Context: an optimization exercise on an open-source flow, tuned for small area and a short achievable clock period. The choices shown serve that exercise and are no tape-out recipe. The RTL was checked by simulation tests, not by an equivalence proof against the original design.

### design/flow/design.v
module mx8_elem_decode (
    input  wire [7:0]        bits,
    input  wire              fmt,      
    output reg               sign,
    output reg  [3:0]        man,
    output reg signed [6:0]  exp,
    output reg               is_nan,
    output reg               is_inf
);
    reg [4:0] e;
    always @(*) begin
        sign   = bits[7];
        is_nan = 1'b0;
        is_inf = 1'b0;
        if (!fmt) begin
            e   = {1'b0, bits[6:3]};
            man = {(e != 5'd0), bits[2:0]};
            exp = ((e == 5'd0) ? 7'sd1 : $signed({2'b00, e})) - 7'sd10;
            is_nan = (bits[6:0] == 7'h7F);
        end else begin
            e   = bits[6:2];
            man = {(e != 5'd0), bits[1:0], 1'b0};
            exp = ((e == 5'd0) ? 7'sd1 : $signed({2'b00, e})) - 7'sd18;
            is_inf = (e == 5'd31) && (bits[1:0] == 2'b00);
            is_nan = (e == 5'd31) && (bits[1:0] != 2'b00);
        end
    end
endmodule
module mx8_group_sum (
    input  wire         clk,
    input  wire         rst,
    input  wire         in_valid,
    input  wire         a_fmt,       
    input  wire         a_mx,        
    input  wire [7:0]   a_scale,     
    input  wire [127:0] a,           
    input  wire         b_fmt,
    input  wire         b_mx,
    input  wire [7:0]   b_scale,
    input  wire [127:0] b,
    output reg          out_valid,
    output reg  [31:0]  gh,
    output reg  [31:0]  gl
);
    localparam N = 16;
    reg         r_valid;
    reg         r_a_fmt, r_a_mx, r_b_fmt, r_b_mx;
    reg [7:0]   r_a_scale, r_b_scale;
    reg [127:0] r_a, r_b;
    always @(posedge clk) begin
        if (rst)
            r_valid <= 1'b0;
        else
            r_valid <= in_valid;
        r_a_fmt   <= a_fmt;
        r_a_mx    <= a_mx;
        r_a_scale <= a_scale;
        r_a       <= a;
        r_b_fmt   <= b_fmt;
        r_b_mx    <= b_mx;
        r_b_scale <= b_scale;
        r_b       <= b;
    end
    wire a_scale_nan = r_a_mx && (r_a_scale == 8'hFF);
    wire b_scale_nan = r_b_mx && (r_b_scale == 8'hFF);
    wire             a_sign [0:N-1];
    wire [3:0]       a_man  [0:N-1];
    wire signed [6:0] a_exp [0:N-1];
    wire             a_nan  [0:N-1];
    wire             a_inf  [0:N-1];
    wire             b_sign [0:N-1];
    wire [3:0]       b_man  [0:N-1];
    wire signed [6:0] b_exp [0:N-1];
    wire             b_nan  [0:N-1];
    wire             b_inf  [0:N-1];
    reg              p_sign [0:N-1];
    reg [7:0]        p_man  [0:N-1];     
    reg signed [7:0] p_exp  [0:N-1];
    reg signed [7:0] p_top  [0:N-1];     
    reg              p_nz   [0:N-1];     
    reg              p_nan  [0:N-1];
    reg              p_inf  [0:N-1];
    genvar gi;
    generate
        for (gi = 0; gi < N; gi = gi + 1) begin : g_dec
            mx8_elem_decode u_da (
                .bits(r_a[8*gi +: 8]), .fmt(r_a_fmt),
                .sign(a_sign[gi]), .man(a_man[gi]), .exp(a_exp[gi]),
                .is_nan(a_nan[gi]), .is_inf(a_inf[gi]));
            mx8_elem_decode u_db (
                .bits(r_b[8*gi +: 8]), .fmt(r_b_fmt),
                .sign(b_sign[gi]), .man(b_man[gi]), .exp(b_exp[gi]),
                .is_nan(b_nan[gi]), .is_inf(b_inf[gi]));
        end
    endgenerate
    integer i, j;
    reg a_zero, b_zero, a_isnan, b_isnan;
    always @(*) begin
        for (i = 0; i < N; i = i + 1) begin
            a_isnan = a_nan[i] || a_scale_nan;
            b_isnan = b_nan[i] || b_scale_nan;
            a_zero  = !a_inf[i] && (a_man[i] == 4'd0);
            b_zero  = !b_inf[i] && (b_man[i] == 4'd0);
            p_sign[i] = a_sign[i] ^ b_sign[i];
            p_man[i]  = a_man[i] * b_man[i];
            p_exp[i]  = a_exp[i] + b_exp[i];
            p_nan[i]  = a_isnan || b_isnan ||
                        (a_inf[i] && b_zero) || (b_inf[i] && a_zero);
            p_inf[i]  = !p_nan[i] && (a_inf[i] || b_inf[i]);
            p_nz[i]   = !p_nan[i] && !p_inf[i] && (p_man[i] != 8'd0);
            p_top[i] = p_exp[i];
            for (j = 1; j < 8; j = j + 1)
                if (p_man[i][j])
                    p_top[i] = p_exp[i] + j;
        end
    end
    reg              any_nz, any_nan, any_pinf, any_ninf;
    reg signed [7:0] e_max;
    always @(*) begin
        any_nz   = 1'b0;
        any_nan  = 1'b0;
        any_pinf = 1'b0;
        any_ninf = 1'b0;
        e_max    = -8'sd128;
        for (i = 0; i < N; i = i + 1) begin
            any_nan  = any_nan  || p_nan[i];
            any_pinf = any_pinf || (p_inf[i] && !p_sign[i]);
            any_ninf = any_ninf || (p_inf[i] &&  p_sign[i]);
            if (p_nz[i]) begin
                any_nz = 1'b1;
                if (p_top[i] > e_max)
                    e_max = p_top[i];
            end
        end
    end
    reg [8:0]         shamt;
    reg [51:0]        shifted;        
    reg [25:0]        addend;
    reg               sticky;
    reg signed [24:0] total;
    always @(*) begin
        sticky = 1'b0;
        total  = 25'sd0;
        for (i = 0; i < N; i = i + 1) begin
            shamt = e_max - p_exp[i];
            if (shamt > 9'd26)
                shamt = 9'd26;
            shifted = {p_man[i], 18'd0, 26'd0} >> shamt;
            addend  = shifted[51:26];
            if (p_nz[i]) begin
                sticky = sticky || (shifted[25:0] != 26'd0);
                if (p_sign[i])
                    total = total - $signed({1'b0, addend[23:0]});
                else
                    total = total + $signed({1'b0, addend[23:0]});
            end
        end
    end
    reg signed [10:0] scale_off;
    reg signed [11:0] e_tot;          
    reg signed [11:0] e_res;          
    reg signed [11:0] sub_sh;         
    reg               t_sign;
    reg [23:0]        t_mag;
    reg [4:0]         t_top;
    reg [23:0]        norm;
    reg [25:0]        n_sub;
    reg [25:0]        rem, half;
    reg               up;
    reg [31:0]        res_h, res_l;
    always @(*) begin
        scale_off = 11'sd0;
        if (r_a_mx)
            scale_off = scale_off + $signed({3'b000, r_a_scale}) - 11'sd127;
        if (r_b_mx)
            scale_off = scale_off + $signed({3'b000, r_b_scale}) - 11'sd127;
        e_tot = e_max + scale_off;
        t_sign = total[24];
        t_mag  = t_sign ? -total[23:0] : total[23:0];
        t_top  = 5'd0;
        for (i = 1; i < 24; i = i + 1)
            if (t_mag[i])
                t_top = i;
        e_res = e_tot - 12'sd18 + $signed({7'd0, t_top});
        norm   = 24'd0;
        n_sub  = 26'd0;
        rem    = 26'd0;
        half   = 26'd0;
        up     = 1'b0;
        sub_sh = 12'sd0;
        res_l  = 32'h0000_0000;
        if (any_nan || (any_pinf && any_ninf)) begin
            res_h = 32'h7FC0_0000;
        end else if (any_pinf) begin
            res_h = 32'h7F80_0000;
        end else if (any_ninf) begin
            res_h = 32'hFF80_0000;
        end else if (!any_nz || total == 25'sd0) begin
            res_h = 32'h0000_0000;
        end else if (e_res > 12'sd127) begin
            res_h = {t_sign, 8'hFF, 23'd0};
        end else if (e_res >= -12'sd126) begin
            norm  = t_mag << (5'd23 - t_top);
            res_h = {t_sign, e_res[7:0] + 8'd127, norm[22:0]};
        end else begin
            sub_sh = -(e_tot + 12'sd131);
            if (sub_sh <= 12'sd0) begin
                n_sub = {2'b00, t_mag} << (-sub_sh);
            end else begin
                if (sub_sh > 12'sd25)
                    sub_sh = 12'sd25;
                n_sub = {2'b00, t_mag} >> sub_sh;
                rem   = {2'b00, t_mag} & ((26'd1 << sub_sh) - 26'd1);
                half  = 26'd1 << (sub_sh - 1);
                up    = (rem > half) || ((rem == half) && (sticky || n_sub[0]));
            end
            res_h = {t_sign, 7'd0, n_sub[23:0]} + {31'd0, up};
            if (rem != 26'd0)
                res_l = {t_sign ^ up, 31'd0};
        end
    end
    always @(posedge clk) begin
        if (rst)
            out_valid <= 1'b0;
        else
            out_valid <= r_valid;
        gh <= res_h;
        gl <= res_l;
    end
endmodule
### design/flow/run.sh
#!/bin/bash
# synth_recipe.tcl (not shown) runs the flow's synth.tcl, then flattens the netlist and writes it again
# the make line also repeats each setting of config.mk as NAME=value (left out here)
make -C /OpenROAD-flow-scripts/flow DESIGN_CONFIG=/design/flow/config.mk WORK_HOME=/design/flow/orfs CLKGATE_MAP_FILE= SYNTH_SCRIPT=/design/flow/synth_recipe.tcl finish
### design/flow/config.mk
export PLATFORM = sky130hd
export DESIGN_NAME = mx8_group_sum
export DESIGN_NICKNAME = mx8_group_sum
export VERILOG_FILES = /design/flow/design.v
export SDC_FILE = /design/flow/constraint.sdc
export NUM_CORES = 4
export LEC_CHECK = 0
export CAP_MARGIN = 20
export CORE_MARGIN = 2
export CORE_UTILIZATION = 30
export PLACE_DENSITY = 0.5
export SLEW_MARGIN = 20
### design/flow/constraint.sdc
create_clock -name core_clock -period 70.0 [get_ports {clk}]
set_input_delay 14.0000 -clock core_clock [delete_from_list [all_inputs] [get_ports {clk}]]
set_output_delay 14.0000 -clock core_clock [all_outputs]
set_load 0.01 [all_outputs]
==> results.cfg <==
[grt]
grt_pass1_vias = 100000
track_usage_pct = 24.7
grt_pass1_wl_um = 640000
grt_max_degree = 58
overflow = 0
antenna_found_initial = 25

[logic_synthesis]
ys_ff_latch = 311
synth.distinct_cells = 133
netlist_instances = 14300
syn-cell-area_um2 = 98500
async_flop_share_pct = 0
avgSynthCellArea_um2 = 6.89
synth_top_cell_by_area = ha_1
synth_top_area_share_pct = 15.5
synth_ff_type = dfxtp_1
synth_area_leaders = ha_1 15%, dfxtp_1 6.3%, xnor2_1 5.9%, nor2_1 5.8%, a21oi_1 5.6%
yosys_warnings = 16
synth.most_common_cell = nor2_1
synth_seq_area_share_pct = 6.32
synth_edf_count = 0
synth_common_cells = 1530 x nor2_1, 1426 x nand2_1, 1217 x ha_1, 1092 x a21oi_1, 897 x o21ai_0

[placed_design]
io_buffers = 312
gp_congestion = 1.01
dpl.cell_count = 18700
dp_hpwl_um = 353000

[clocking]
cts_root_buffer = clkbuf_16
cts_buffers = 43
clk_latency_ps = 760
clk_pin_slew_ps = 70
clkSinkCount = 311
cts_max_level = 2
cts_tree = yes
cts.path.max_buffers = 3

[sta]
slew_violations = 0
fin_skew_ps = 55.1
period_needed_ps = 65920
fin_crit_sh_pct = 94.2
hold_viol_final = 0
relSlewSlack_pct = 21.1
tightest_slew_ps = 1180
fmax_mhz = 15.2
setup_viol = 0

[critical_path]
crit_arrival_ps = 66590
startpoint_type = flop
slowest_delay_ps = 650
cp-end-kind = flop
cp_max_fo = 34
required_ps = 70670
critPathKind = reg -> reg
cp_slowest_cell = or4_1
critPathMostFrequentCell = ha_1

[die]
start_util_pct = 30.1
dieArea_um2 = 333000
chipHeight_um = 577
ioPinCount = 344
rows = 210
coreArea_um2 = 327000
die_width_um = 577

[cells_and_area]
area_growth_pct = 11.8
fin_cells = 18800
num-nets-final = 16000
drive_gt1_share_pct = 7.13

[run_status]
outcome = no timing/DRC/antenna violations

[job]
max_cap_violations = 0

[detailed_routing]
wire_per_inst_um = 22.8
ant_nets = 0
routed_via_density = 5.74
drt_iter0_drc = 10000
drt_pre_antenna_iters = 8
drc_errors = 0
totalWireLength_um = 429000
vias = 108000

[hold_path]
hold_class = reg -> reg
per-stage QoR:
stage	setup TNS [ps]	area [µm²]	util, %	setup WS, ps	hold slack [ps]
after floorplan	0	98600	-	5410	414
after global placement	-23430	107000	32.9	-1350	447
after detailed placement	-26710	107000	32.9	-1460	424
after CTS	0	109000	33.3	20.2	454
after global routing	-879	110000	33.7	-144	476
final	0	110000	33.7	4080	453
path summary, 6_finish.rpt:
check / start / slack, ps / endpoint / depth (start not counted)
setup / recovery: r_b[6]$_DFF_P_ / 4080 / gh[16]$_SDFF_PP0_ / 308
hold / removal: r_valid$_SDFF_PP0_ / 450 / out_valid$_SDFF_PP0_ / 1
setup reg to reg: r_b[6]$_DFF_P_ / 4080 / gh[16]$_SDFF_PP0_ / 308
hold reg to reg: r_valid$_SDFF_PP0_ / 450 / out_valid$_SDFF_PP0_ / 1
state kept, by name, indices dropped and copies added (netlist names):
| signal | count |
|---|---|
| r_a | 128 |
| r_b | 128 |
| gh | 32 |
| r_a_scale | 8 |
| r_b_scale | 8 |
| gl | 1 |
| out_valid | 1 |
| r_a_fmt | 1 |
| r_a_mx | 1 |
| r_b_fmt | 1 |
| r_b_mx | 1 |
| r_valid | 1 |
per-layer routing:
metal | share of wire, % | track usage (%)
met5 | 0.012 | 0
met1 | 45 | 33.9
met2 | 43 | 38.7
met4 | 4.8 | 10.7
met3 | 6.6 | 2.82
critical path: cells and delay by family (launching register included):
kind | cells | cell delay, ps
multiplexers | 14 | 4630
adder cells (fa/ha/maj) | 38 | 12520
AND/OR/NAND/NOR | 81 | 15060
XOR/XNOR | 23 | 4120
AO/OA/AOI/OAI | 122 | 24450
buffers and inverters | 30 | 4500
flip-flops | 1 | 360
cell families after synthesis:
family / after synthesis / synth area share [%]
AOI/OAI and AO/OA: 4358 / 29.1
xor gates and xnor gates: 1135 / 10.2
adders and majority gates: 1339 / 17.9
buffers and inverters: 1459 / 5.80
DFF: 311 / 6.32
muxes: 567 / 6.19
other: 1 / 0.00381
and+or+nand+nor: 5122 / 24.6
layout make-up:
class / count / area [µm²]
multi-input combinational: 12600 / 88000
timing repair inverter: 1 / 5.00
antenna: 13 / 32.5
fill: 35600 / 217000
sequential: 311 / 6230
tap: 4346 / 5440
inverter: 854 / 3220
clock buffer: 53 / 1180
clock inverter: 26 / 267
timing repair buffer: 658 / 5740
repair_timing:
action	CTS	global route
setup endpoints to repair	32	33
buffers inserted	2	36
pin swaps	1	16
resized for setup	11	161
hold buffers	0	0
cloned	0	1
placed cells by master (no fill, tap or decap), types with 218 or more instances in the layout:
master | netlist | routed
dfxtp_1 | 311 | 309
nand3_1 | 434 | 428
ha_1 | 1217 | 1215
nor3_1 | 349 | 339
xnor2_1 | 662 | 643
a31oi_1 | 221 | 218
o21ai_0 | 897 | 876
mux2i_1 | 372 | 361
clkdlybuf4s50_1 | 0 | 312
nand2_1 | 1426 | 1422
nor2_1 | 1530 | 1522
nand2b_1 | 228 | 227
xor2_1 | 464 | 449
a21o_1 | 335 | 335
a21oi_1 | 1092 | 1070
buf_4 | 40 | 341
inv_1 | 846 | 843

## re-timing with driven ports
How much do the figures lean on ideal ports? The routed layout below was timed once more, with nothing changed but the port constraints.
Step 1 (the two cells are an assumption about what drives the block):
set clk [get_ports {clk}]
set_driving_cell -lib_cell sky130_fd_sc_hd__clkbuf_16 $clk
set_driving_cell -lib_cell sky130_fd_sc_hd__buf_2 [delete_from_list [all_inputs] $clk]
Step 2, shift: input delay + t, output delay - t, t = (earliest + latest rising clock arrival at the registers) / 2. This alone moves slack from input paths to output paths.
Three values: ideal, step 1, step 2; two values: the first two.
shift t [ns]: 0.824
slack for setup (ns): 4.078 / 4.078 / 4.078
cell pins on the clock port's net: 1
After both steps this run still meets setup and hold. The setup slack of this run moves by 0.000 ns with the drivers and by 0.000 ns with both steps.
